Source: an optimization exercise on an open RTL-to-GDS flow (aim: small area, a short achievable clock period and few clock cycles). Production flows keep margins and buffers that such runs may drop. Only simulation tests tie the RTL to the original design; equivalence was not proved.

// gz_cmac
module gz_cmac (
    input  wire         clk,
    input  wire         rst,         
    input  wire         start,       
    input  wire [127:0] key,         
    output wire         idle,
    input  wire         in_valid,
    output wire         in_ready,
    input  wire [127:0] in_data,     
    input  wire         in_last,
    input  wire [4:0]   in_bytes,    
    output reg          tag_valid,
    output wire [127:0] tag
);
    localparam [2:0] S_IDLE = 3'd0, S_KEY = 3'd1, S_SUBK = 3'd2,
                     S_WAIT = 3'd3, S_ENC = 3'd4;
    reg [2:0]   state;
    reg [127:0] ckey;        
    reg [127:0] subl;        
    reg         lval;
    reg [127:0] st;          
    reg [127:0] rk;          
    reg [3:0]   rnd;         
    reg         last_q;
    wire r10    = (rnd == 4'd10);
    wire rounds = (state == S_SUBK) || (state == S_ENC);
    wire s_key  = (state == S_KEY);
    wire s_wait = (state == S_WAIT);
    assign idle     = (state == S_IDLE);
    assign in_ready = s_wait || (state == S_ENC && r10 && !last_q);
    wire take = in_valid && in_ready;
    wire [127:0] k1 = {subl[126:0], 1'b0} ^ (subl[127] ? 128'h87 : 128'h0);
    wire [127:0] k2 = {k1[126:0], 1'b0} ^ (k1[127] ? 128'h87 : 128'h0);
    reg [127:0] pad_mask;    
    reg [127:0] pad_bit;     
    integer b;
    always @(*) begin
        for (b = 0; b < 16; b = b + 1) begin
            pad_mask[127 - 8*b -: 8] = (b < in_bytes) ? 8'hff : 8'h00;
  ...
Size: roughly 6,000 cells after synthesis, ~520 flip-flops, roughly 56,000 um^2 of cells after synthesis.
export LEC_CHECK = 0
export CAP_MARGIN = 20
export CORE_MARGIN = 2
export CORE_UTILIZATION = 40
export PLACE_DENSITY = 0.55
export SETUP_SLACK_MARGIN = 4
export SLEW_MARGIN = 20
create_clock -name core_clock -period 10.0 [get_ports {clk}]
standard.sh (not shown) runs the stock make flow with config.mk's settings and CLKGATE_MAP_FILE= SYNTH_SCRIPT=/design/flow/synth_recipe.tcl, a recipe that flattens the netlist after the stock synthesis.
==> flow/flow/run.sh <==
#!/bin/bash
# Own flow: the standard layout (standard.sh), except that synthesis maps
# the logic with an area-oriented ABC script (flow/abc_map.script) instead of
# ORFS's delay script, which restructures the XOR networks of the S-boxes
# into much larger logic. Everything else, registers included, is the
# standard synthesis; placement, CTS and routing are standard.sh's.
set -euo pipefail
W=$PWD
ABC_SCRIPT=$W/flow/abc_map.script
cat > $W/own_synth.tcl <<EOS
proc abc {args} {
  set i [lsearch \$args -script]
  if {\$i >= 0} { lset args [expr {\$i + 1}] $ABC_SCRIPT }
  foreach c {xor3_1 xor3_2 xor3_4 xnor3_1 xnor3_2 xnor3_4} {
    lappend args -dont_use sky130_fd_sc_hd__\$c
  }
  yosys abc {*}\$args
}
source $W/synth_recipe.tcl
EOS
sed "s|$W/synth_recipe.tcl|$W/own_synth.tcl|g" $W/standard.sh > $W/own_standard.sh
grep -q own_synth.tcl $W/own_standard.sh
bash $W/own_standard.sh synth > $W/synth.log 2>&1
bash $W/own_standard.sh > $W/layout.log 2>&1
==> flow/flow/abc_map.script <==
&get -n
&st
&dch
&nf
&put
The starting point finished clean.
Testbench counts at the start, summed over its fixed seeds: cycles 27,193.
Change:
Settings changed: CORE_UTILIZATION 40 to 50, PLACE_DENSITY 0.55 to 0.65.
After rerunning: The changed run completed with no timing, DRC or antenna violations; first-iteration DRC count went up by 18%; cell count went down by 4.5%; maximum frequency went down by 0.36%; routed wire length went down by 0.93%; non-clock buffer count went down by 5; via count went up by 1.7%; worst setup slack gets worse by 0.021 ns; critical path depth went up by 13; worst hold slack gets worse by 0.0079 ns.
Change:
--- a/flow/flow/run.sh
+++ b/flow/flow/run.sh
@@ -5,3 +5,4 @@
 # into much larger logic. Everything else, registers included, is the
-# standard synthesis; placement, CTS and routing are standard.sh's.
+# standard synthesis; placement, CTS and routing are standard.sh's, with
+# plain buffers on the ports.
 set -euo pipefail
@@ -23,2 +24,4 @@
 bash $W/own_standard.sh synth > $W/synth.log 2>&1
-bash $W/own_standard.sh > $W/layout.log 2>&1
+# The ports' buffers are the platform's plain buf_1 instead of the buffer
+# buffer_ports picks on its own (clkdlybuf4s50_1, a slow delay cell).
+bash $W/own_standard.sh "BUFFER_PORTS_ARGS=-buffer_cell sky130_fd_sc_hd__buf_1" finish > $W/layout.log 2>&1
Settings changed: CORE_UTILIZATION 50 to 40, PLACE_DENSITY 0.65 to 0.55.
Design area fell by 3.6%; cell count rose by 4.4%; area after synthesis stays the same; count of clock-buffer cells in the layout rose by 5; wire length rose by 0.65%; global-route usage fell by 6.9 points; setup slack improves by 0.017 ns.

[afterwards: timing with drivers on the ports]
Ports are ideal in the flow. The routed layouts listed here were re-timed in OpenROAD. Step 1, drivers: a clkbuf_16 drives clk and a buf_2 each remaining input, both assumed. Step 2 moves the port delays by t, midway between the first and last clock arrival at a register: inputs arrive t later, outputs are due t later. That takes back most of the time a late clock gives input paths. a / b / c = ideal / step 1 / step 2; a / b = the first two.
run	shift t [ns]	slack for setup (ns)	worst setup path at the end
the first run	0.732	4.056 / 3.973 / 3.551	input to register
the second run	0.715	4.034 / 4.034 / 3.598	input to register
the third run	0.760	4.052 / 4.052 / 3.548	input to register
After both steps setup and hold are still met in every run listed. For the first run, which loses most, drivers alone change the setup slack by -0.083 ns; drivers and shift together by -0.505 ns.
